From an optimization exercise on the open Yosys and OpenROAD flow, aimed at small area, a short achievable clock period and few clock cycles per item; shortcuts taken in it are not production practice. No functional check of the RTL was part of any run shown here.

### flow/constraint.sdc
create_clock -name core_clock -period 12.0 [get_ports {clk}]
set_input_delay 2.4000 -clock core_clock [delete_from_list [all_inputs] [get_ports {clk}]]
set_output_delay 2.4000 -clock core_clock [all_outputs]
set_load 0.01 [all_outputs]
### flow/design.v
module aes_sbox (
    input  wire [7:0] a,
    output wire [7:0] y
);
    wire U0, U1, U2, U3, U4, U5, U6, U7;
    wire T1, T2, T3, T4, T5, T6, T7, T8, T9, T10, T11, T12, T13, T14, T15, T16, T17, T18, T19, T20, T21, T22, T23, T24, T25, T26, T27, M1, M2, M3, M4, M5, M6, M7, M8, M9, M10, M11, M12, M13, M14, M15, M16, M17, M18, M19, M20, M21, M22, M23, M24, M25, M26, M27, M28, M29, M30, M31, M32, M33, M34, M35, M36, M37, M38, M39, M40, M41, M42, M43, M44, M45, M46, M47, M48, M49, M50, M51, M52, M53, M54, M55, M56, M57, M58, M59, M60, M61, M62, M63, L0, L1, L2, L3, L4, L5, L6, L7, L8, L9, L10, L11, L12, L13, L14, L15, L16, L17, L18, L19, L20, L21, L22, L23, L24, L25, L26, L27, L28, L29, S0, S1, S2, S3, S4, S5, S6, S7;
    assign T1 = U0 ^ U3;
    assign T2 = U0 ^ U5;
    assign T3 = U0 ^ U6;
    assign T4 = U3 ^ U5;
    assign T5 = U4 ^ U6;
    assign T6 = T1 ^ T5;
    assign T7 = U1 ^ U2;
    assign T8 = U7 ^ T6;
    assign T9 = U7 ^ T7;
    assign T10 = T6 ^ T7;
    assign T11 = U1 ^ U5;
    assign T12 = U2 ^ U5;
    assign T13 = T3 ^ T4;
    assign T14 = T6 ^ T11;
    assign T15 = T5 ^ T11;
    assign T16 = T5 ^ T12;
    assign T17 = T9 ^ T16;
    assign T18 = U3 ^ U7;
    assign T19 = T7 ^ T18;
    assign T20 = T1 ^ T19;
    assign T21 = U6 ^ U7;
    assign T22 = T7 ^ T21;
    assign T23 = T2 ^ T22;
    assign T24 = T2 ^ T10;
    assign T25 = T20 ^ T17;
    assign T26 = T3 ^ T16;
    assign T27 = T1 ^ T12;
    assign M1 = T13 & T6;
    assign M2 = T23 & T8;
    assign M3 = T14 ^ M1;
    assign M4 = T19 & U7;
    assign M5 = M4 ^ M1;
    assign M6 = T3 & T16;
    assign M7 = T22 & T9;
    assign M8 = T26 ^ M6;
    assign M9 = T20 & T17;
    assign M10 = M9 ^ M6;
    assign M11 = T1 & T15;
    assign M12 = T4 & T27;
    assign M13 = M12 ^ M11;
    assign M14 = T2 & T10;
    assign M15 = M14 ^ M11;
    assign M16 = M3 ^ M2;
    assign M17 = M5 ^ T24;
    assign M18 = M8 ^ M7;
    assign M19 = M10 ^ M15;
    assign M20 = M16 ^ M13;
    assign M21 = M17 ^ M15;
    assign M22 = M18 ^ M13;
    assign M23 = M19 ^ T25;
    assign M24 = M22 ^ M23;
    assign M25 = M22 & M20;
    assign M26 = M21 ^ M25;
    assign M27 = M20 ^ M21;
    assign M28 = M23 ^ M25;
    assign M29 = M28 & M27;
    assign M30 = M26 & M24;
    assign M31 = M20 & M23;
    assign M32 = M27 & M31;
    assign M33 = M27 ^ M25;
    assign M34 = M21 & M22;
    assign M35 = M24 & M34;
    assign M36 = M24 ^ M25;
    assign M37 = M21 ^ M29;
    assign M38 = M32 ^ M33;
    assign M39 = M23 ^ M30;
    assign M40 = M35 ^ M36;
    assign M41 = M38 ^ M40;
    assign M42 = M37 ^ M39;
    assign M43 = M37 ^ M38;
    assign M44 = M39 ^ M40;
    assign M45 = M42 ^ M41;
    assign M46 = M44 & T6;
    assign M47 = M40 & T8;
    assign M48 = M39 & U7;
    assign M49 = M43 & T16;
    assign M50 = M38 & T9;
    assign M51 = M37 & T17;
    assign M52 = M42 & T15;
    assign M53 = M45 & T27;
    assign M54 = M41 & T10;
    assign M55 = M44 & T13;
    assign M56 = M40 & T23;
    assign M57 = M39 & T19;
    assign M58 = M43 & T3;
    assign M59 = M38 & T22;
    assign M60 = M37 & T20;
    assign M61 = M42 & T1;
    assign M62 = M45 & T4;
    assign M63 = M41 & T2;
    assign L0 = M61 ^ M62;
    assign L1 = M50 ^ M56;
    assign L2 = M46 ^ M48;
    assign L3 = M47 ^ M55;
    assign L4 = M54 ^ M58;
    assign L5 = M49 ^ M61;
    assign L6 = M62 ^ L5;
    assign L7 = M46 ^ L3;
    assign L8 = M51 ^ M59;
    assign L9 = M52 ^ M53;
    assign L10 = M53 ^ L4;
    assign L11 = M60 ^ L2;
    assign L12 = M48 ^ M51;
    assign L13 = M50 ^ L0;
    assign L14 = M52 ^ M61;
    assign L15 = M55 ^ L1;
    assign L16 = M56 ^ L0;
    assign L17 = M57 ^ L1;
    assign L18 = M58 ^ L8;
    assign L19 = M63 ^ L4;
    assign L20 = L0 ^ L1;
    assign L21 = L1 ^ L7;
    assign L22 = L3 ^ L12;
    assign L23 = L18 ^ L2;
    assign L24 = L15 ^ L9;
    assign L25 = L6 ^ L10;
    assign L26 = L7 ^ L9;
    assign L27 = L8 ^ L10;
    assign L28 = L11 ^ L14;
    assign L29 = L11 ^ L17;
    assign S0 = L6 ^ L24;
    assign S1 = ~(L16 ^ L26);
    assign S2 = ~(L19 ^ L28);
    assign S3 = L6 ^ L21;
    assign S4 = L20 ^ L22;
    assign S5 = L25 ^ L29;
    assign S6 = ~(L13 ^ L27);
    assign S7 = ~(L6 ^ L23);
    assign {U0, U1, U2, U3, U4, U5, U6, U7} = a;
    assign y = {S0, S1, S2, S3, S4, S5, S6, S7};
endmodule
module aes_sbox_ed (
    input  wire [7:0] a,
    output wire [7:0] ye,
    output wire [7:0] yd
);
    wire U0, U1, U2, U3, U4, U5, U6, U7;
    wire T1, T2, T3, T4, T5, T6, T7, T8, T9, T10, T11, T12, T13, T14, T15, T16, T17, T18, T19, T20, T21, T22, T23, T24, T25, T26, T27, M1, M2, M3, M4, M5, M6, M7, M8, M9, M10, M11, M12, M13, M14, M15, M16, M17, M18, M19, M20, M21, M22, M23, M24, M25, M26, M27, M28, M29, M30, M31, M32, M33, M34, M35, M36, M37, M38, M39, M40, M41, M42, M43, M44, M45, M46, M47, M48, M49, M50, M51, M52, M53, M54, M55, M56, M57, M58, M59, M60, M61, M62, M63, L0, L1, L2, L3, L4, L5, L6, L7, L8, L9, L10, L11, L12, L13, L14, L15, L16, L17, L18, L19, L20, L21, L22, L23, L24, L25, L26, L27, L28, L29, S0, S1, S2, S3, S4, S5, S6, S7;
    assign T1 = U0 ^ U3;
    assign T2 = U0 ^ U5;
    assign T3 = U0 ^ U6;
    assign T4 = U3 ^ U5;
    assign T5 = U4 ^ U6;
    assign T6 = T1 ^ T5;
    assign T7 = U1 ^ U2;
    assign T8 = U7 ^ T6;
    assign T9 = U7 ^ T7;
    assign T10 = T6 ^ T7;
    assign T11 = U1 ^ U5;
    assign T12 = U2 ^ U5;
    assign T13 = T3 ^ T4;
    assign T14 = T6 ^ T11;
    assign T15 = T5 ^ T11;
    assign T16 = T5 ^ T12;
    assign T17 = T9 ^ T16;
    assign T18 = U3 ^ U7;
    assign T19 = T7 ^ T18;
    assign T20 = T1 ^ T19;
    assign T21 = U6 ^ U7;
    assign T22 = T7 ^ T21;
    assign T23 = T2 ^ T22;
    assign T24 = T2 ^ T10;
    assign T25 = T20 ^ T17;
    assign T26 = T3 ^ T16;
    assign T27 = T1 ^ T12;
    assign M1 = T13 & T6;
    assign M2 = T23 & T8;
    assign M3 = T14 ^ M1;
    assign M4 = T19 & U7;
    assign M5 = M4 ^ M1;
    assign M6 = T3 & T16;
    assign M7 = T22 & T9;
    assign M8 = T26 ^ M6;
    assign M9 = T20 & T17;
    assign M10 = M9 ^ M6;
    assign M11 = T1 & T15;
    assign M12 = T4 & T27;
    assign M13 = M12 ^ M11;
    assign M14 = T2 & T10;
    assign M15 = M14 ^ M11;
    assign M16 = M3 ^ M2;
    assign M17 = M5 ^ T24;
    assign M18 = M8 ^ M7;
    assign M19 = M10 ^ M15;
    assign M20 = M16 ^ M13;
    assign M21 = M17 ^ M15;
    assign M22 = M18 ^ M13;
    assign M23 = M19 ^ T25;
    assign M24 = M22 ^ M23;
    assign M25 = M22 & M20;
    assign M26 = M21 ^ M25;
    assign M27 = M20 ^ M21;
    assign M28 = M23 ^ M25;
    assign M29 = M28 & M27;
    assign M30 = M26 & M24;
    assign M31 = M20 & M23;
    assign M32 = M27 & M31;
    assign M33 = M27 ^ M25;
    assign M34 = M21 & M22;
    assign M35 = M24 & M34;
    assign M36 = M24 ^ M25;
    assign M37 = M21 ^ M29;
    assign M38 = M32 ^ M33;
    assign M39 = M23 ^ M30;
    assign M40 = M35 ^ M36;
    assign M41 = M38 ^ M40;
    assign M42 = M37 ^ M39;
    assign M43 = M37 ^ M38;
    assign M44 = M39 ^ M40;
    assign M45 = M42 ^ M41;
    assign M46 = M44 & T6;
    assign M47 = M40 & T8;
    assign M48 = M39 & U7;
    assign M49 = M43 & T16;
    assign M50 = M38 & T9;
    assign M51 = M37 & T17;
    assign M52 = M42 & T15;
    assign M53 = M45 & T27;
    assign M54 = M41 & T10;
    assign M55 = M44 & T13;
    assign M56 = M40 & T23;
    assign M57 = M39 & T19;
    assign M58 = M43 & T3;
    assign M59 = M38 & T22;
    assign M60 = M37 & T20;
    assign M61 = M42 & T1;
    assign M62 = M45 & T4;
    assign M63 = M41 & T2;
    assign L0 = M61 ^ M62;
    assign L1 = M50 ^ M56;
    assign L2 = M46 ^ M48;
    assign L3 = M47 ^ M55;
    assign L4 = M54 ^ M58;
    assign L5 = M49 ^ M61;
    assign L6 = M62 ^ L5;
    assign L7 = M46 ^ L3;
    assign L8 = M51 ^ M59;
    assign L9 = M52 ^ M53;
    assign L10 = M53 ^ L4;
    assign L11 = M60 ^ L2;
    assign L12 = M48 ^ M51;
    assign L13 = M50 ^ L0;
    assign L14 = M52 ^ M61;
    assign L15 = M55 ^ L1;
    assign L16 = M56 ^ L0;
    assign L17 = M57 ^ L1;
    assign L18 = M58 ^ L8;
    assign L19 = M63 ^ L4;
    assign L20 = L0 ^ L1;
    assign L21 = L1 ^ L7;
    assign L22 = L3 ^ L12;
    assign L23 = L18 ^ L2;
    assign L24 = L15 ^ L9;
    assign L25 = L6 ^ L10;
    assign L26 = L7 ^ L9;
    assign L27 = L8 ^ L10;
    assign L28 = L11 ^ L14;
    assign L29 = L11 ^ L17;
    assign S0 = L6 ^ L24;
    assign S1 = ~(L16 ^ L26);
    assign S2 = ~(L19 ^ L28);
    assign S3 = L6 ^ L21;
    assign S4 = L20 ^ L22;
    assign S5 = L25 ^ L29;
    assign S6 = ~(L13 ^ L27);
    assign S7 = ~(L6 ^ L23);
    assign {U0, U1, U2, U3, U4, U5, U6, U7} = a;
    assign ye = {S0, S1, S2, S3, S4, S5, S6, S7};
    assign yd[7] = M49 ^ M51 ^ M52 ^ M54 ^ M58 ^ M59 ^ M61 ^ M62;
    assign yd[6] = M47 ^ M48 ^ M49 ^ M50 ^ M52 ^ M54 ^ M55 ^ M56 ^ M59 ^ M60 ^ M61 ^ M63;
    assign yd[5] = M47 ^ M48 ^ M49 ^ M50 ^ M52 ^ M54 ^ M56 ^ M57 ^ M58 ^ M60 ^ M61 ^ M62;
    assign yd[4] = M46 ^ M48 ^ M52 ^ M54 ^ M58 ^ M59 ^ M61 ^ M62;
    assign yd[3] = M46 ^ M48 ^ M50 ^ M51 ^ M52 ^ M53 ^ M56 ^ M57 ^ M58 ^ M59 ^ M61 ^ M63;
    assign yd[2] = M46 ^ M47 ^ M50 ^ M51 ^ M52 ^ M54 ^ M58 ^ M59 ^ M61 ^ M62;
    assign yd[1] = M49 ^ M50 ^ M52 ^ M53 ^ M58 ^ M59 ^ M61 ^ M62;
    assign yd[0] = M55 ^ M57 ^ M61 ^ M63;
endmodule
module aes_ain (
    input  wire [7:0] a,
    output wire [7:0] y
);
    assign y[7] = a[6] ^ a[4] ^ a[1];
    assign y[6] = a[5] ^ a[3] ^ a[0];
    assign y[5] = a[7] ^ a[4] ^ a[2];
    assign y[4] = a[6] ^ a[3] ^ a[1];
    assign y[3] = a[5] ^ a[2] ^ a[0];
    assign y[2] = ~(a[7] ^ a[4] ^ a[1]);
    assign y[1] = a[6] ^ a[3] ^ a[0];
    assign y[0] = ~(a[7] ^ a[5] ^ a[2]);
endmodule
module aes_cell (
    input  wire         clk,
    input  wire         rst,           
    input  wire         in_valid,
    output wire         in_ready,
    input  wire         in_decrypt,    
    input  wire         in_key256,     
    input  wire [255:0] in_key,
    input  wire [127:0] in_block,
    output reg          out_valid,
    output reg  [127:0] out_block
);
    reg          busy;
    reg          pre;           
    reg          dec_r;
    reg          k256_r;
    reg          par;           
    reg  [3:0]   cnt;
    reg  [7:0]   rc;
    reg  [127:0] st;            
    reg  [255:0] kw;            
    wire last    = (cnt == (k256_r ? 4'd14 : 4'd10));
    wire lastpre = (cnt == (k256_r ? 4'd13 : 4'd10));
    wire fin     = busy && !pre && last;    
    assign in_ready = !busy || fin;
    function [7:0] xt;
        input [7:0] a;
        xt = {a[6:0], 1'b0} ^ (a[7] ? 8'h1b : 8'h00);
    endfunction
    function [7:0] xtinv;       
        input [7:0] a;
        xtinv = a[0] ? ({1'b1, a[7:1]} ^ 8'h0d) : {1'b0, a[7:1]};
    endfunction
    function [31:0] mixcol;
        input [31:0] c;
        reg [7:0] a0, a1, a2, a3, t;
        begin
            {a0, a1, a2, a3} = c;
            t = a0 ^ a1 ^ a2 ^ a3;
            mixcol = {a0 ^ t ^ xt(a0 ^ a1),
                      a1 ^ t ^ xt(a1 ^ a2),
                      a2 ^ t ^ xt(a2 ^ a3),
                      a3 ^ t ^ xt(a3 ^ a0)};
        end
    endfunction
    function [31:0] invmixcol;
        input [31:0] c;
        reg [7:0] a0, a1, a2, a3, s, s8, u, v;
        begin
            {a0, a1, a2, a3} = c;
            s  = a0 ^ a1 ^ a2 ^ a3;
            s8 = xt(xt(xt(s)));
            u  = xt(xt(a0 ^ a2));
            v  = xt(xt(a1 ^ a3));
            invmixcol = {a0 ^ s ^ s8 ^ u ^ xt(a0 ^ a1),
                         a1 ^ s ^ s8 ^ v ^ xt(a1 ^ a2),
                         a2 ^ s ^ s8 ^ u ^ xt(a2 ^ a3),
                         a3 ^ s ^ s8 ^ v ^ xt(a3 ^ a0)};
        end
    endfunction
    function [127:0] shiftrows;
        input [127:0] s;
        integer i;
        begin
            for (i = 0; i < 16; i = i + 1)
                shiftrows[127 - 8 * i -: 8] = s[127 - 8 * ((i % 4) + 4 * (((i / 4) + (i % 4)) % 4)) -: 8];
        end
    endfunction
    function [127:0] invshiftrows;
        input [127:0] s;
        integer i;
        begin
            for (i = 0; i < 16; i = i + 1)
                invshiftrows[127 - 8 * i -: 8] = s[127 - 8 * ((i % 4) + 4 * (((i / 4) + 4 - (i % 4)) % 4)) -: 8];
        end
    endfunction
    wire [127:0] sbe, sbd;
    genvar g;
    generate
        for (g = 0; g < 16; g = g + 1) begin : g_sbox
            aes_sbox_ed u_sb (.a(st[127 - 8 * g -: 8]), .ye(sbe[127 - 8 * g -: 8]), .yd(sbd[127 - 8 * g -: 8]));
        end
    endgenerate
    wire [127:0] dnext_s, dnext, dfirst_s, dfirst;
    generate
        for (g = 0; g < 16; g = g + 1) begin : g_ain
            aes_ain u_ain0 (.a(dnext_s[127 - 8 * g -: 8]),  .y(dnext[127 - 8 * g -: 8]));
            aes_ain u_ain1 (.a(dfirst_s[127 - 8 * g -: 8]), .y(dfirst[127 - 8 * g -: 8]));
        end
    endgenerate
    wire [31:0] h0 = kw[255:224], h1 = kw[223:192], h2 = kw[191:160], h3 = kw[159:128];
    wire [31:0] l0 = kw[127:96],  l1 = kw[95:64],   l2 = kw[63:32],   l3 = kw[31:0];
    wire        kinv  = dec_r && !pre;
    wire        rot   = !k256_r || par;
    wire [7:0]  rci   = xtinv(rc);
    wire [7:0]  rcu   = kinv ? rci : rc;
    wire [31:0] ks_in = kinv ? (k256_r ? h3 : (h3 ^ h2)) : l3;
    wire [31:0] ks_sub;
    generate
        for (g = 0; g < 4; g = g + 1) begin : g_ksbox
            aes_sbox u_ksb (.a(ks_in[31 - 8 * g -: 8]), .y(ks_sub[31 - 8 * g -: 8]));
        end
    endgenerate
    wire [31:0] ks_t = rot ? {ks_sub[23:16] ^ rcu, ks_sub[15:0], ks_sub[31:24]} : ks_sub;
    wire [31:0] o0 = k256_r ? h0 : l0;
    wire [31:0] o1 = k256_r ? h1 : l1;
    wire [31:0] o2 = k256_r ? h2 : l2;
    wire [31:0] o3 = k256_r ? h3 : l3;
    wire [127:0] kf = {o0 ^ ks_t, o0 ^ o1 ^ ks_t, o0 ^ o1 ^ o2 ^ ks_t, o0 ^ o1 ^ o2 ^ o3 ^ ks_t};
    wire [31:0] p0 = k256_r ? l0 : h0;
    wire [31:0] p1 = k256_r ? l1 : h1;
    wire [31:0] p2 = k256_r ? l2 : h2;
    wire [31:0] p3 = k256_r ? l3 : h3;
    wire [127:0] kb = {p0 ^ ks_t, p1 ^ p0, p2 ^ p1, p3 ^ p2};
    wire [127:0] rk_e = k256_r ? kw[127:0] : kf;
    wire [127:0] mc;
    wire [127:0] dk = sbd ^ kw[255:128];
    wire [127:0] imc;
    generate
        for (g = 0; g < 4; g = g + 1) begin : g_mix
            assign mc[127 - 32 * g -: 32]  = mixcol(sbe[127 - 32 * g -: 32]);
            assign imc[127 - 32 * g -: 32] = invmixcol(dk[127 - 32 * g -: 32]);
        end
    endgenerate
    wire [127:0] ek = sbe ^ rk_e;
    assign dnext_s  = invshiftrows(imc);
    assign dfirst_s = invshiftrows(st ^ kf);
    always @(posedge clk) begin
        out_block <= dec_r ? dk : ek;
        if (in_ready) begin
            st     <= in_decrypt ? in_block : shiftrows(in_block ^ in_key[255:128]);
            kw     <= {in_key[255:128], in_key256 ? in_key[127:0] : in_key[255:128]};
            dec_r  <= in_decrypt;
            k256_r <= in_key256;
            pre    <= in_decrypt;
            par    <= 1'b1;
            cnt    <= 4'd1;
            rc     <= 8'h01;
        end else begin
            cnt <= cnt + 4'd1;
            if (k256_r) par <= !par;
            if (pre) begin
                kw <= {kw[127:0], kf};
                if (rot && !(lastpre && !k256_r)) rc <= xt(rc);
                if (lastpre) begin
                    st  <= dfirst;
                    pre <= 1'b0;
                    cnt <= 4'd1;
                    par <= 1'b1;
                end
            end else if (dec_r) begin
                kw <= {kb, kw[255:128]};
                if (rot) rc <= rci;
                st <= dnext;
            end else begin
                kw <= {kw[127:0], kf};
                if (rot) rc <= xt(rc);
                st <= shiftrows(mc ^ rk_e);
            end
        end
    end
    always @(posedge clk) begin
        if (rst) begin
            busy      <= 1'b0;
            out_valid <= 1'b0;
        end else begin
            out_valid <= fin;
            busy      <= (in_ready && in_valid) || (busy && !fin);
        end
    end
endmodule
### flow/config.mk
export PLATFORM = sky130hd
export DESIGN_NAME = aes_cell
export DESIGN_NICKNAME = aes_cell
export VERILOG_FILES = /design/flow/design.v
export SDC_FILE = /design/flow/constraint.sdc
export NUM_CORES = 8
export LEC_CHECK = 0
export CAP_MARGIN = 20
export CORE_MARGIN = 2
export CORE_UTILIZATION = 25
export PLACE_DENSITY = 0.35
export SLEW_MARGIN = 20
### flow/flow/abc.script
strash
dch
map -a
### flow/flow/run.sh
#!/bin/bash
# Own layout flow: the standard ORFS flow, except that synthesis maps the
# combinational logic with the ABC script in flow/abc.script instead of ORFS's.
# Everything else (registers, flattening, renaming, floorplan, placement,
# CTS, routing) is the standard flow.
set -euo pipefail
W=$PWD
cat > "$W/own_synth.tcl" <<EOF2
proc abc {args} {
  set i [lsearch -exact \$args -script]
  if {\$i >= 0} { set args [lreplace \$args [expr {\$i + 1}] [expr {\$i + 1}] $W/flow/abc.script] }
  puts "own_synth: abc with \$args"
  yosys abc {*}\$args
}
source $W/synth_recipe.tcl
EOF2
sed "s#SYNTH_SCRIPT=[^ ]*#SYNTH_SCRIPT=$W/own_synth.tcl#" standard.sh > own_standard.sh
grep -q "own_synth.tcl" own_standard.sh
bash own_standard.sh > "$W/flow_make.log" 2>&1
### flow/standard.sh
#!/bin/bash
# synth_recipe.tcl (not shown) runs the flow's synth.tcl, then flattens the netlist and writes it again
# the make line also repeats each setting of config.mk as NAME=value (left out here)
make -C /OpenROAD-flow-scripts/flow DESIGN_CONFIG=/design/flow/config.mk WORK_HOME=/design/flow/orfs CLKGATE_MAP_FILE= SYNTH_SCRIPT=/design/flow/synth_recipe.tcl "${@:-finish}"
==> flow_summary.json, run 1 <==
{
  "status": "finished clean",
  "wire_per_inst_um": 28.4,
  "grt.overflow.total": 0,
  "dr.first_iter.drc_count": 7963,
  "critPathKind": "reg2reg",
  "yosys_warnings": 1,
  "synth_top_area_share_pct": 28.4,
  "place_ws_ns": -0.149,
  "cts_tree": "yes",
  "rsz0062_at_grt": "no",
  "synthCells": 11900,
  "nFillCells": 34800,
  "utilization_pct": 30.1,
  "yosys.area.top_type": "xor2_1",
  "cts_hold_buf": 0,
  "final_nets": 13200,
  "die_y_um": 567,
  "slowest_delay_ns": 0.84,
  "clk_pin_slew_ns": 0.06,
  "synthTopCellsByCount": "2568 x xor2_1, 2120 x nand2_1, 1369 x clkinv_1, 1206 x xnor2_1, 1110 x nor2_1",
  "post_cts_buffers": 0,
  "slew_violations": 0,
  "dieArea_sq_um": 321000,
  "area_growth_syn_to_layout_pct": 20.0,
  "fin_crit_ns": 11.56,
  "seqCellArea_sq_um": 11900,
  "slew_headroom_pct": 13.6,
  "grt_util_all_layers_pct": 28.9,
  "synth-edff-count": 130,
  "die-width_um": 567,
  "finalSetupViolations": 0,
  "route.detailed.drc": 0,
  "numCtsBuffers": 89,
  "synth_area_leaders": "xor2_1 28%, xnor2_1 13%, dfxtp_1 10%",
  "pin_count": 519,
  "fin_skew_ns": 0.0668,
  "grt_pass1_vias": 78300,
  "async_reset_ff_share_pct": 0,
  "cts_htree_levels": 3,
  "end_kind": "flip-flop",
  "gp_congestion": 0.985,
  "finalHoldViolations": 0,
  "io_buffers": 518,
  "ys_seq_elements": 530,
  "maxCapViolations": 0,
  "via_per_inst": 4.86,
  "antenna_found_initial": 26,
  "root_buffer": "clkbuf_16",
  "worst_ep_required_time_ns": 12.47,
  "post-synth-top-count-cell": "xor2_1",
  "clk_latency_ns": 0.86,
  "drtPass1Iterations": 6,
  "synth.avg_cell_area_sq_um": 6.65,
  "synth_nets": 12300,
  "multi_input_area_sq_um": 63000,
  "ant_nets": 0,
  "synth_ff_type": "dfxtp_1",
  "yosysSeqAreaShare_pct": 15.0,
  "worst_path_most_repeated_cell": "xor2_1",
  "synthesis.area_sq_um": 79200,
  "whs_ns": 0.475,
  "coreArea_sq_um": 315000,
  "cts_sinks": 530,
  "timing.final.ws_setup_ns": 0.441,
  "vias": 82400,
  "fmax_mhz": 86.5,
  "holdCritPathClass": "reg2reg",
  "worst_pin_slew_ns": 1.28,
  "wirelength_um": 482000,
  "period_share_pct": 96.3,
  "grt_pass1_wl_um": 651000,
  "critPathArrivalTime_ns": 12.02,
  "ys_types": 39,
  "crit_slowest_cell": "a21oi_1",
  "drive_gt1_share_pct": 6.15,
  "cp_max_fo": 65,
  "grt_max_degree": 143,
  "worst_setup_path_start_kind": "flip-flop",
  "initial_utilization_pct": 25.1,
  "clk_path_buf_depth": 4,
  "hpwlAfterDp_um": 409000,
  "fp-row-count": 206
}
-- registers in the layout, summed over array words and instances, names as in the netlist, 4 cells and up --
name	cells
cnt	4
kw	256
out_block	128
rc	8
st	128
-- worst max-delay path, delay by kind of cell, from the launching register on --
| family | cells | cell delay, ns |
|---|---|---|
| AOI/OAI and AO/OA | 7 | 2.91 |
| xor gates and xnor gates | 11 | 4.20 |
| adders and majority gates | 1 | 0.22 |
| buffers and inverters | 7 | 1.78 |
| DFF | 1 | 0.50 |
| and+or+nand+nor | 6 | 1.44 |
-- stage by stage --
| stage | cell area [sq um] | instances | TNS, ns |
|---|---|---|---|
| after floorplan | 79900 | 11900 | - |
| after global placement | 92100 | 16800 | -0.182 |
| after detailed placement | 92100 | 16800 | -0.149 |
| after CTS | 95000 | 16900 | 0 |
| after global routing | 95000 | 17000 | 0 |
| final | 95000 | 17000 | 0 |
-- final timing paths --
check / start / to / slack [ns] / depth (start not counted)
max: dec_r / st[81] / 0.44 / 32
min: cnt[0] / cnt[0] / 0.48 / 1
max reg2reg: dec_r / st[81] / 0.44 / 32
min reg2reg: cnt[0] / cnt[0] / 0.48 / 1
-- area by class of cell --
class                   count  share of cell area (%)
diodes                     10                  0.0263
clock buffers             138                    2.79
clock inverters            19                   0.184
inverters                1369                    5.47
multi-input cells       10000                    66.3
flip-flops and latches    530                    12.5
well taps                4160                    5.48
repair buffers            728                    7.22
-- what timing repair did --
item,4_1_cts,5_1_grt
setup endpoints to repair,1,3
endpoints found under the hold margin,0,0
resized for setup,1,4
-- kinds of logic (layout without fill, tap and decap cells) --
group	count (synthesis)	count (layout)	synth area share, %
xor gates and xnor gates	3774	3774	41.7
and+or+nand+nor	3754	3754	19.2
AOI/OAI and AO/OA	2408	2408	16.6
buffers and inverters	1369	2254	6.49
DFF	530	530	15.0
adders and majority gates	43	43	0.679
muxes	26	26	0.329
other	0	10	0
-- per-layer routing --
| metal | global-route usage (%) | part of all wire (%) |
|---|---|---|
| met5 | 0 | 0.0023 |
| met4 | 9.31 | 3.6 |
| met3 | 3.30 | 5.5 |
| met2 | 46.2 | 44 |
| met1 | 40.1 | 46 |
-- cells in the final DEF (no fill, tap or decap), types with 201 or more instances in the layout --
cell type | Yosys | layout
clkdlybuf4s50_1 | 0 | 516
o21ai_0 | 1048 | 1016
o22ai_1 | 212 | 210
xor2_1 | 2568 | 2528
xnor2_1 | 1206 | 1179
buf_4 | 0 | 201
clkinv_1 | 1369 | 1353
or2_2 | 296 | 292
dfxtp_1 | 400 | 399
a21oi_1 | 819 | 817
nand2_1 | 2120 | 2091
nor2_1 | 1110 | 1105
==> inputs of run 2 (changes only) <==
==> flow/run.sh (new file) <==
#!/bin/bash
# synth_recipe.tcl (not shown) runs the flow's synth.tcl, then flattens the netlist and writes it again
# the make line also repeats each setting of config.mk as NAME=value (left out here)
make -C /OpenROAD-flow-scripts/flow DESIGN_CONFIG=/design/flow/config.mk WORK_HOME=/design/flow/orfs CLKGATE_MAP_FILE= SYNTH_SCRIPT=/design/flow/synth_recipe.tcl finish
--- a/flow/config.mk
+++ b/flow/config.mk
@@ -5,6 +5,7 @@
 export SDC_FILE = /design/flow/constraint.sdc
 export NUM_CORES = 8
 export LEC_CHECK = 0
+export ABC_AREA = 1
 export CAP_MARGIN = 20
 export CORE_MARGIN = 2
 export CORE_UTILIZATION = 25
removed: flow/flow/run.sh
removed: flow/flow/abc.script
removed: flow/standard.sh
==> run 2 against run 1 <==
Still clean; first-iteration DRC count grew 74%.
==> flow_summary.json, run 2 <==
{
  "worst_path_most_repeated_cell": "nand2_1",
  "post-synth-top-count-cell": "nand2_1",
  "yosysSeqAreaShare_pct": 11.1,
  "cp_num_buf_inv": 8,
  "end_kind": "flip-flop",
  "worst_pin_slew_ns": 1.34,
  "postCtsResizedCells": 0,
  "nFillCells": 49200,
  "fin_tns_setup_ns": 0,
  "clk_path_buf_depth": 4,
  "fmax_mhz": 108,
  "fp-row-count": 240,
  "status": "finished clean",
  "placed_area_sq_um": 119000,
  "top_regs": "kw x256, out_block x128, st x128",
  "slowest_delay_ns": 0.78,
  "antenna_found_initial": 54,
  "post_cts_buffers": 0,
  "ys_seq_elements": 530,
  "initial_utilization_pct": 25.1,
  "grt_pass1_vias": 118000,
  "design_area_sq_um": 123000,
  "via_per_inst": 5.04,
  "route.detailed.drc": 0,
  "clk_pin_slew_ns": 0.06,
  "coreArea_sq_um": 427000,
  "synth_top_area_share_pct": 28.4,
  "fin_skew_ns": 0.101,
  "maxCapViolations": 0,
  "cts_tree": "yes",
  "critPathKind": "reg2reg",
  "rr_startpoint": "dec_r",
  "grt_pass1_wl_um": 998000,
  "min_to": "cnt[0]",
  "yosys.area.top_type": "nand2_1",
  "r2r-end": "st[25]",
  "cts_sinks": 530,
  "wirelength_um": 746000,
  "critPathArrivalTime_ns": 9.89,
  "min_path_cells": 1,
  "ant_nets": 0,
  "root_buffer": "clkbuf_16",
  "wire_per_inst_um": 29.0,
  "synthesis.area_sq_um": 107000,
  "rsz0062_at_grt": "no",
  "crit_family": "simple AND/OR/NAND/NOR gates",
  "cp_max_fo": 101,
  "synth_nets": 20000,
  "worstHoldStart": "cnt[0]",
  "die-width_um": 659,
  "io_buffers": 518,
  "ys_types": 70,
  "slew_violations": 0,
  "layout_common_cells": "8113 x nand2_1, 2664 x nand3_1, 1931 x inv_1",
  "die_y_um": 659,
  "cts_hold_buf": 0,
  "slew_headroom_pct": 9.41,
  "ff2ff_setup_slack_ns": 2.78,
  "synthTopCellsByCount": "8114 x nand2_1, 2665 x nand3_1, 1932 x inv_1, 1354 x xor2_1, 980 x o21ai_0",
  "final_nets": 20400,
  "synth.avg_cell_area_sq_um": 5.49,
  "crit_slowest_cell": "nand2_2",
  "hpwlAfterDp_um": 643000,
  "multi_input_area_sq_um": 85200,
  "fin_crit_ns": 9.22,
  "synth_ff_type": "dfxtp_1",
  "drive_gt1_share_pct": 7.66,
  "seqCellArea_sq_um": 11900,
  "grt.overflow.total": 0,
  "layout.cells.most_common": "nand2_1",
  "numCtsBuffers": 97,
  "area_growth_syn_to_layout_pct": 14.2,
  "pin_count": 519,
  "grt_max_degree": 107,
  "whs_ns": 0.450,
  "largest_reg_flops": 256,
  "period_share_pct": 76.8,
  "synth-edff-count": 130,
  "dr.first_iter.drc_count": 13800,
  "synth_area_leaders": "nand2_1 28%, nand3_1 12%, xor2_1 11%",
  "grt_util_all_layers_pct": 33.0,
  "drtPass1Iterations": 9,
  "reg2regPathDepth": 46,
  "clk_latency_ns": 0.93,
  "cts_htree_levels": 3,
  "worst_setup_path_start_kind": "flip-flop",
  "synthCells": 19600,
  "vias": 130000,
  "yosys_warnings": 1,
  "largest_register": "kw",
  "worst_ep_required_time_ns": 12.67,
  "finalHoldViolations": 0,
  "dieArea_sq_um": 435000,
  "finalSetupViolations": 0,
  "holdCritPathClass": "reg2reg",
  "async_reset_ff_share_pct": 0,
  "gp_congestion": 1.03
}
-- run 2: cells by family (layout without fill, tap and decap cells) --
family                     count (synthesis)  count (layout)  synth area share, %
adders and majority gates                 43              43                0.501
xor gates and xnor gates                2248            2248                 20.0
and+or+nand+nor                        12400           12400                 50.0
other                                      0              68                    0
buffers and inverters                   2593            3034                 9.63
AOI/OAI and AO/OA                       1711            1711                 8.70
muxes                                      7               7               0.0653
DFF                                      530             530                 11.1
-- run 2: per-layer routing --
metal,track usage [%],wire length (um),part of all wire (%)
met1,44.1,330000,44
met2,51.2,320000,43
met3,3.38,42100,5.6
met4,19.7,54000,7.2
met5,0,51,0.0068
-- run 2: worst max-delay path by stage --
stage / slack, ns / to / cells after the start / from
3_3_place_gp: 2.98 / st[25] / 45 / dec_r
2_1_floorplan: 5.53 / st[0] / 11 / k256_r
5_1_grt: 2.29 / st[29] / 43 / dec_r
3_5_place_dp: 2.96 / st[25] / 45 / dec_r
4_1_cts: 3.02 / out_block[77] / 42 / dec_r
6_report: 2.78 / st[25] / 46 / dec_r
-- run 2: worst register-to-register path: cells and delay by family (launching register included) --
family	cells	cell delay, ns
simple gates	33	5.52
flops	1	0.37
compound gates	1	0.13
fa+ha+maj	1	0.27
xor+xnor	3	0.66
buf+inv	8	2.14
-- run 2: stage by stage --
| step | cells | utilization (%) | worst slack [ns] |
|---|---|---|---|
| 5_1_grt | 25700 | 28.7 | 2.29 |
| 6_report | 25800 | 28.7 | 2.78 |
| 3_3_place_gp | 25500 | 27.9 | 2.98 |
| 2_1_floorplan | 19600 | - | 5.53 |
| 4_1_cts | 25700 | 28.6 | 3.02 |
| 3_5_place_dp | 25500 | 27.9 | 2.96 |
-- run 2: final cells by class --
| cell class | count | share of cell area (%) |
|---|---|---|
| diodes | 68 | 0.139 |
| clock buffers | 136 | 2.28 |
| clock inverters | 40 | 0.367 |
| inverters | 2139 | 6.59 |
| multi-input cells | 16400 | 69.5 |
| flip-flops and latches | 530 | 9.72 |
| well taps | 5687 | 5.81 |
| repair buffers | 719 | 5.57 |
==> inputs of run 3 (changes only) <==
--- a/flow/design.v
+++ b/flow/design.v
@@ -384,30 +384,19 @@
             aes_ain u_ain1 (.a(dfirst_s[127 - 8 * g -: 8]), .y(dfirst[127 - 8 * g -: 8]));
         end
     endgenerate
+    reg  [31:0] ks;
     wire [31:0] h0 = kw[255:224], h1 = kw[223:192], h2 = kw[191:160], h3 = kw[159:128];
     wire [31:0] l0 = kw[127:96],  l1 = kw[95:64],   l2 = kw[63:32],   l3 = kw[31:0];
-    wire        kinv  = dec_r && !pre;
-    wire        rot   = !k256_r || par;
-    wire [7:0]  rci   = xtinv(rc);
-    wire [7:0]  rcu   = kinv ? rci : rc;
-    wire [31:0] ks_in = kinv ? (k256_r ? h3 : (h3 ^ h2)) : l3;
+    wire        rot = par;      
     wire [31:0] ks_sub;
     generate
         for (g = 0; g < 4; g = g + 1) begin : g_ksbox
-            aes_sbox u_ksb (.a(ks_in[31 - 8 * g -: 8]), .y(ks_sub[31 - 8 * g -: 8]));
+            aes_sbox u_ksb (.a(ks[31 - 8 * g -: 8]), .y(ks_sub[31 - 8 * g -: 8]));
         end
     endgenerate
-    wire [31:0] ks_t = rot ? {ks_sub[23:16] ^ rcu, ks_sub[15:0], ks_sub[31:24]} : ks_sub;
-    wire [31:0] o0 = k256_r ? h0 : l0;
-    wire [31:0] o1 = k256_r ? h1 : l1;
-    wire [31:0] o2 = k256_r ? h2 : l2;
-    wire [31:0] o3 = k256_r ? h3 : l3;
-    wire [127:0] kf = {o0 ^ ks_t, o0 ^ o1 ^ ks_t, o0 ^ o1 ^ o2 ^ ks_t, o0 ^ o1 ^ o2 ^ o3 ^ ks_t};
-    wire [31:0] p0 = k256_r ? l0 : h0;
-    wire [31:0] p1 = k256_r ? l1 : h1;
-    wire [31:0] p2 = k256_r ? l2 : h2;
-    wire [31:0] p3 = k256_r ? l3 : h3;
-    wire [127:0] kb = {p0 ^ ks_t, p1 ^ p0, p2 ^ p1, p3 ^ p2};
+    wire [31:0] ks_t = rot ? {ks_sub[23:16] ^ rc, ks_sub[15:0], ks_sub[31:24]} : ks_sub;
+    wire [127:0] kf = {h0 ^ ks_t, h0 ^ h1 ^ ks_t, h0 ^ h1 ^ h2 ^ ks_t, h0 ^ h1 ^ h2 ^ h3 ^ ks_t};
+    wire [127:0] kb = {l0 ^ ks_t, l1 ^ l0, l2 ^ l1, l3 ^ l2};
     wire [127:0] rk_e = k256_r ? kw[127:0] : kf;
     wire [127:0] mc;
     wire [127:0] dk = sbd ^ kw[255:128];
@@ -426,6 +415,7 @@
         if (in_ready) begin
             st     <= in_decrypt ? in_block : shiftrows(in_block ^ in_key[255:128]);
             kw     <= {in_key[255:128], in_key256 ? in_key[127:0] : in_key[255:128]};
+            ks     <= in_key256 ? in_key[31:0] : in_key[159:128];
             dec_r  <= in_decrypt;
             k256_r <= in_key256;
             pre    <= in_decrypt;
@@ -436,20 +426,29 @@
             cnt <= cnt + 4'd1;
             if (k256_r) par <= !par;
             if (pre) begin
-                kw <= {kw[127:0], kf};
-                if (rot && !(lastpre && !k256_r)) rc <= xt(rc);
+                if (k256_r)
+                    kw <= {kw[127:0], kf};
+                else if (!lastpre)
+                    kw <= {kf, kf};
                 if (lastpre) begin
                     st  <= dfirst;
                     pre <= 1'b0;
                     cnt <= 4'd1;
                     par <= 1'b1;
+                    ks  <= k256_r ? l3 : (l3 ^ l2);
+                    if (!k256_r) rc <= xtinv(rc);
+                end else begin
+                    ks  <= kf[31:0];
+                    if (rot) rc <= xt(rc);
                 end
             end else if (dec_r) begin
-                kw <= {kb, kw[255:128]};
-                if (rot) rc <= rci;
+                kw <= k256_r ? {kb, kw[255:128]} : {kb, kb};
+                ks <= k256_r ? (l3 ^ l2) : (l3 ^ l1);
+                if (rot) rc <= xtinv(rc);
                 st <= dnext;
             end else begin
-                kw <= {kw[127:0], kf};
+                kw <= k256_r ? {kw[127:0], kf} : {kf, kf};
+                ks <= kf[31:0];
                 if (rot) rc <= xt(rc);
                 st <= shiftrows(mc ^ rk_e);
             end
==> run 3 against run 2 <==
Maximum frequency increased by 12%; die area is 2.0% higher; worst hold slack improved by 0.0057 ns; largest cell class unchanged; routed wire length grew 1.8%; via count rose by 0.12%; register-to-register slack improved by 0.99 ns; synthesized cell count fell by 1.3%; critical endpoint is now st[117].
==> flow_summary.json, run 3 <==
{
  "grt_max_degree": 136,
  "drtPass1Iterations": 9,
  "placed_area_sq_um": 122000,
  "via_per_inst": 5.09,
  "fin_tns_setup_ns": 0,
  "gp_congestion": 1.03,
  "fmax_mhz": 122,
  "worst_ep_required_time_ns": 12.75,
  "antenna_found_initial": 57,
  "layout_common_cells": "7940 x nand2_1, 2406 x nand3_1, 1880 x inv_1",
  "initial_utilization_pct": 25.1,
  "synth_top_area_share_pct": 27.2,
  "synthTopCellsByCount": "7942 x nand2_1, 2407 x nand3_1, 1884 x inv_1, 1524 x xor2_1, 797 x o21ai_0",
  "top_regs": "kw x256, out_block x128, st x128",
  "ys_types": 69,
  "pin_count": 519,
  "largest_reg_flops": 256,
  "utilization_pct": 28.5,
  "cts_tree": "yes",
  "crit_start": "st[16]",
  "final_nets": 20100,
  "critPathKind": "reg2reg",
  "nFillCells": 49800,
  "finalSetupViolations": 0,
  "worst_path_most_repeated_cell": "nand2_1",
  "worst_pin_slew_ns": 1.31,
  "post-synth-top-count-cell": "nand2_1",
  "yosys.area.top_type": "nand2_1",
  "yosysSeqAreaShare_pct": 13.8,
  "synth-edff-count": 386,
  "design_area_sq_um": 125000,
  "slew_headroom_pct": 12.0,
  "coreArea_sq_um": 437000,
  "grt.overflow.total": 0,
  "cts_sinks": 562,
  "largest_register": "kw",
  "die_y_um": 666,
  "clk_pin_slew_ns": 0.06,
  "status": "finished clean",
  "synth.avg_cell_area_sq_um": 5.67,
  "postCtsResizedCells": 0,
  "layout.cells.most_common": "nand2_1",
  "yosys_warnings": 1,
  "holdCritPathClass": "reg2reg",
  "die-width_um": 666,
  "cp_max_fo": 12,
  "dr.first_iter.drc_count": 14600,
  "vias": 130000,
  "finalHoldViolations": 0,
  "fin_skew_ns": 0.147,
  "ant_nets": 0,
  "slew_violations": 0,
  "clk_path_buf_depth": 4,
  "grt_pass1_vias": 118000,
  "drive_gt1_share_pct": 7.73,
  "cts_htree_levels": 3,
  "post_cts_buffers": 0,
  "synthCells": 19300,
  "maxCapViolations": 0,
  "synth_ff_type": "edfxtp_1",
  "numCtsBuffers": 93,
  "end_kind": "flip-flop",
  "ff2ff_setup_slack_ns": 3.77,
  "ys_seq_elements": 562,
  "root_buffer": "clkbuf_16",
  "slowest_delay_ns": 0.74,
  "io_buffers": 518,
  "synthesis.area_sq_um": 110000,
  "wire_per_inst_um": 29.7,
  "dieArea_sq_um": 444000,
  "rr_startpoint": "st[16]",
  "period_share_pct": 68.6,
  "worstHoldStart": "cnt[0]",
  "fp-row-count": 243,
  "critPathArrivalTime_ns": 8.98,
  "synth_nets": 19800,
  "clk_latency_ns": 0.97,
  "fin_crit_ns": 8.23,
  "worst_setup_path_start_kind": "flip-flop",
  "synth_area_leaders": "nand2_1 27%, xor2_1 12%, nand3_1 11%",
  "area_growth_syn_to_layout_pct": 13.7,
  "hpwlAfterDp_um": 655000,
  "route.detailed.drc": 0,
  "rsz0062_at_grt": "no",
  "async_reset_ff_share_pct": 0,
  "wirelength_um": 760000,
  "grt_util_all_layers_pct": 32.9,
  "grt_pass1_wl_um": 1010000,
  "crit_slowest_cell": "edfxtp_1",
  "cts_hold_buf": 0
}
[run 3: cells by family (layout without fill, tap and decap cells)]
group / count (synthesis) / count (layout) / synth area share [%]
buffers and inverters: 2567 / 3011 / 9.29
flip-flops: 562 / 562 / 13.8
AO/OA/AOI/OAI: 1715 / 1715 / 8.69
adder cells (fa/ha/maj): 42 / 42 / 0.480
multiplexers: 1 / 1 / 0.00914
XOR/XNOR: 2260 / 2260 / 19.8
other: 0 / 16 / 0
AND/OR/NAND/NOR: 12200 / 12200 / 48.0
[run 3: metrics by stage]
step	setup WS (ns)	cells	hold WS, ns
6_report	3.77	25500	0.455
5_1_grt	3.36	25500	0.503
4_1_cts	3.83	25500	0.455
3_5_place_dp	3.91	25400	0.438
3_3_place_gp	3.79	25400	0.439
2_1_floorplan	2.63	19300	0.408
[run 3: worst paths after layout]
kind / to / depth (start not counted)
setup / recovery: st[117] / 41
hold reg to reg: cnt[0] / 1
hold / removal: cnt[0] / 1
setup reg to reg: st[117] / 41
[run 3: critical path, delay by kind of cell (launching register included)]
family,cells,cell delay (ns)
AO/OA/AOI/OAI,1,0.46
XOR/XNOR,2,0.38
adder cells (fa/ha/maj),1,0.28
buffers and inverters,5,1.01
flip-flops,1,0.74
AND/OR/NAND/NOR,32,5.14
[run 3: layout make-up]
type | instances | area (sq um) | area share [%]
multi-input cells | 16200 | 84400 | 67.8
inverters | 2105 | 7990 | 6.41
clock inverters | 43 | 319 | 0.256
clock buffers | 125 | 2580 | 2.07
flip-flops and latches | 562 | 15100 | 12.1
repair buffers | 738 | 6900 | 5.54
well taps | 5757 | 7200 | 5.79
diodes | 16 | 40.0 | 0.0322
[run 3: routing by layer]
| layer | track usage, % | wire length (um) |
|---|---|---|
| met4 | 18.0 | 50500 |
| met2 | 52.0 | 333000 |
| met5 | 0 | 124 |
| met3 | 3.73 | 46100 |
| met1 | 43.5 | 330000 |
==> inputs of run 4 (changes only) <==
==> flow/flow/run.sh (new file) <==
#!/bin/bash
# Own layout flow: the standard ORFS flow, except that synthesis maps the
# combinational logic with the ABC script in flow/abc.script instead of ORFS's.
# Everything else (registers, flattening, renaming, floorplan, placement,
# CTS, routing) is the standard flow.
set -euo pipefail
W=$PWD
cat > "$W/own_synth.tcl" <<EOF2
proc abc {args} {
  set i [lsearch -exact \$args -script]
  if {\$i >= 0} { set args [lreplace \$args [expr {\$i + 1}] [expr {\$i + 1}] $W/flow/abc.script] }
  puts "own_synth: abc with \$args"
  yosys abc {*}\$args
}
source $W/synth_recipe.tcl
EOF2
sed "s#SYNTH_SCRIPT=[^ ]*#SYNTH_SCRIPT=$W/own_synth.tcl#" standard.sh > own_standard.sh
grep -q "own_synth.tcl" own_standard.sh
bash own_standard.sh > "$W/flow_make.log" 2>&1
==> flow/flow/abc.script (new file) <==
strash
dch
map -a
==> flow/standard.sh (new file) <==
#!/bin/bash
# synth_recipe.tcl (not shown) runs the flow's synth.tcl, then flattens the netlist and writes it again
# the make line also repeats each setting of config.mk as NAME=value (left out here)
make -C /OpenROAD-flow-scripts/flow DESIGN_CONFIG=/design/flow/config.mk WORK_HOME=/design/flow/orfs CLKGATE_MAP_FILE= SYNTH_SCRIPT=/design/flow/synth_recipe.tcl "${@:-finish}"
--- a/flow/config.mk
+++ b/flow/config.mk
@@ -5,7 +5,6 @@
 export SDC_FILE = /design/flow/constraint.sdc
 export NUM_CORES = 8
 export LEC_CHECK = 0
-export ABC_AREA = 1
 export CAP_MARGIN = 20
 export CORE_MARGIN = 2
 export CORE_UTILIZATION = 25
removed: flow/run.sh
==> run 4 against run 3 <==
Still clean; routed wire length shrank 34%; cell count shrank 33%; synthesized cell count down 39%; maximum frequency is 23% lower; sequential share of layout area up 3.3 points; core utilization is 1.5 points higher; worst hold slack worse by 0.0043 ns; die area decreased by 25%; count of clock-buffer cells in the layout shrank 7.
==> flow_summary.json, run 4 <==
{
  "status": "finished clean",
  "die-width_um": 578,
  "slowest_delay_ns": 0.53,
  "timing.final.ws_setup_ns": 1.35,
  "post-synth-top-count-cell": "xor2_1",
  "multi_input_area_sq_um": 62400,
  "nFillCells": 36100,
  "initial_utilization_pct": 25.1,
  "drtPass1Iterations": 6,
  "worst_ep_required_time_ns": 12.56,
  "synthTopCellsByCount": "2680 x xor2_1, 2149 x nand2_1, 1304 x clkinv_1, 1114 x xnor2_1, 1085 x o21ai_0",
  "grt_most_used_layer": "met2",
  "r2r-end": "st[112]",
  "postCtsResizedCells": 0,
  "synth_nets": 12300,
  "fin_skew_ns": 0.0529,
  "cp_max_fo": 5,
  "synth-edff-count": 386,
  "synthCells": 11800,
  "coreArea_sq_um": 327000,
  "numCtsBuffers": 92,
  "top_regs": "kw x256, out_block x128, st x128",
  "slew_violations": 0,
  "fmax_mhz": 93.9,
  "fin_crit_ns": 10.65,
  "synthesis.area_sq_um": 82300,
  "grt_util_all_layers_pct": 29.1,
  "route.detailed.drc": 0,
  "crit_slowest_cell": "edfxtp_1",
  "dieArea_sq_um": 334000,
  "wirelength_um": 503000,
  "synth.avg_cell_area_sq_um": 6.95,
  "grt.overflow.total": 0,
  "clk_path_buf_depth": 4,
  "met3_usage_pct": 2.70,
  "dr.first_iter.drc_count": 8226,
  "pin_count": 519,
  "ys_seq_elements": 562,
  "finalHoldViolations": 0,
  "clk_latency_ns": 0.85,
  "critPathArrivalTime_ns": 11.22,
  "hpwlAfterDp_um": 424000,
  "grt_pass1_wl_um": 675000,
  "seqCellArea_sq_um": 15100,
  "wire_per_inst_um": 29.4,
  "maxCapViolations": 0,
  "placed_area_sq_um": 95000,
  "via_per_inst": 4.92,
  "worst_path_most_repeated_cell": "nand2_1",
  "synth_top_area_share_pct": 28.5,
  "gp_congestion": 0.972,
  "globalRouteMet2Util_pct": 46.9,
  "yosys_warnings": 1,
  "largest_reg_flops": 256,
  "cts_hold_buf": 0,
  "yosys.area.top_type": "xor2_1",
  "place_ws_ns": 1.50,
  "grt_pass1_vias": 79900,
  "worst_pin_slew_ns": 1.34,
  "end_kind": "flip-flop",
  "layout_common_cells": "2674 x xor2_1, 2147 x nand2_1, 1306 x clkinv_1",
  "final_nets": 13100,
  "reg2regPathDepth": 42,
  "cts_tree": "yes",
  "critPathKind": "reg2reg",
  "slew_headroom_pct": 10.5,
  "largest_register": "kw",
  "worst_setup_path_start_kind": "flip-flop",
  "met1_usage_pct": 39.9,
  "die_y_um": 578,
  "async_reset_ff_share_pct": 0,
  "rr_startpoint": "st[5]",
  "clk_pin_slew_ns": 0.06,
  "area_growth_syn_to_layout_pct": 19.2,
  "grt_max_degree": 133,
  "vias": 84200,
  "antenna_found_initial": 30,
  "worstHoldStart": "cnt[0]",
  "ant_nets": 0,
  "fp-row-count": 210,
  "drive_gt1_share_pct": 5.69,
  "design_area_sq_um": 98100,
  "holdCritPathClass": "reg2reg",
  "io_buffers": 518,
  "root_buffer": "clkbuf_16",
  "layout.cells.most_common": "xor2_1",
  "ys_types": 45,
  "cts_sinks": 562,
  "period_share_pct": 88.8,
  "post_cts_buffers": 0,
  "min_to": "cnt[0]",
  "cts_htree_levels": 3,
  "ff2ff_setup_slack_ns": 1.35,
  "synth_ff_type": "edfxtp_1",
  "synth_area_leaders": "xor2_1 29%, edfxtp_1 14%, xnor2_1 12%",
  "min_path_cells": 1,
  "rsz0062_at_grt": "no",
  "finalSetupViolations": 0,
  "yosysSeqAreaShare_pct": 18.4
}
==> run 4: cell count changes in the layout (fill, tap and decap cells not counted), moves of 273 or more <==
cell      change
clkinv_1   +1295
nand2_1    -5793
nand2_2     -400
xnor2_1     +568
nand3_1    -2198
o21ai_0     +273
xor2_1     +1150
a21oi_1     +390
inv_1      -1880
==> run 4: final cells by class <==
| type | count | area share, % |
|---|---|---|
| repair buffers | 758 | 7.20 |
| inverters | 1304 | 5.04 |
| clock buffers | 118 | 2.66 |
| clock inverters | 46 | 0.459 |
| flip-flops and latches | 562 | 15.4 |
| multi-input cells | 9976 | 63.6 |
| well taps | 4346 | 5.54 |
| diodes | 20 | 0.0510 |
==> run 4: cells by family after synthesis <==
logic type	share of synthesized area, %
XOR/XNOR	40.4
AND/OR/NAND/NOR	18.2
AO/OA/AOI/OAI	16.2
buffers and inverters	5.95
flip-flops	18.4
adder cells (fa/ha/maj)	0.639
multiplexers	0.243
==> run 4: per-layer routing <==
metal  wire length (um)  vias to the layer above
met5                 26                        -
met4              22700                        4
met3              25400                      484
met2             226000                     2977
met1             229000                    40500
li1                   -                    40200
==> run 4: worst max-delay path by stage <==
stage / startpoint / end / cells after the start
finish: st[5] / st[112] / 42
global route: st[5] / st[112] / 42
CTS: st[5] / st[112] / 42
detailed placement: st[5] / st[112] / 42
global placement: st[5] / st[112] / 42
floorplan: dec_r / rc[6] / 7
==> run 4: critical path, delay by kind of cell (launching register included) <==
kind / cells / cell delay (ns)
flip-flops: 1 / 0.53
AO/OA/AOI/OAI: 4 / 0.84
buffers and inverters: 7 / 1.26
AND/OR/NAND/NOR: 17 / 3.57
adder cells (fa/ha/maj): 1 / 0.28
XOR/XNOR: 13 / 3.87
==> run 4: through the flow <==
stage               util [%]  TNS (ns)  std cells  hold slack (ns)
global route            29.9         0      17100            0.479
CTS                     29.9         0      17100            0.455
detailed placement      29.0         0      16900            0.441
floorplan                  -  -7048.64      11800            0.412
global placement        29.0         0      16900            0.438
finish                  30.0         0      17100            0.451

-- port drivers added, routing unchanged --
The results above use ideal ports. As a check the final layouts listed here were re-extracted and re-timed, cells and wires unchanged.
Step 1: set_driving_cell puts a clkbuf_16 on clk and a buf_2 on each other input, an assumption about the parent block.
Step 2 moves the port delays by t, midway between the first and last clock arrival at a register: inputs arrive t later, outputs are due t later. That takes back most of the time a late clock gives input paths.
Slacks: ideal ports / drivers / drivers and shift; pairs: ideal ports / drivers.
run	t, ns	setup slack, ns	worst hold slack (ns)	worst setup path at the end	latest minus earliest clock arrival (ns)
run 1	0.940	0.441 / 0.441 / 0.441	0.475 / 0.475 / 0.475	register to register	0.068 / 0.068
run 2	0.989	2.781 / 2.781 / 2.781	0.450 / 0.450 / 0.450	register to register	0.103 / 0.103
run 3	1.016	3.770 / 3.770 / 3.770	0.455 / 0.455 / 0.455	register to register	0.147 / 0.147
run 4	0.918	1.348 / 1.348 / 1.348	0.451 / 0.451 / 0.451	register to register	0.054 / 0.055
After both steps every run listed still meets setup and hold.
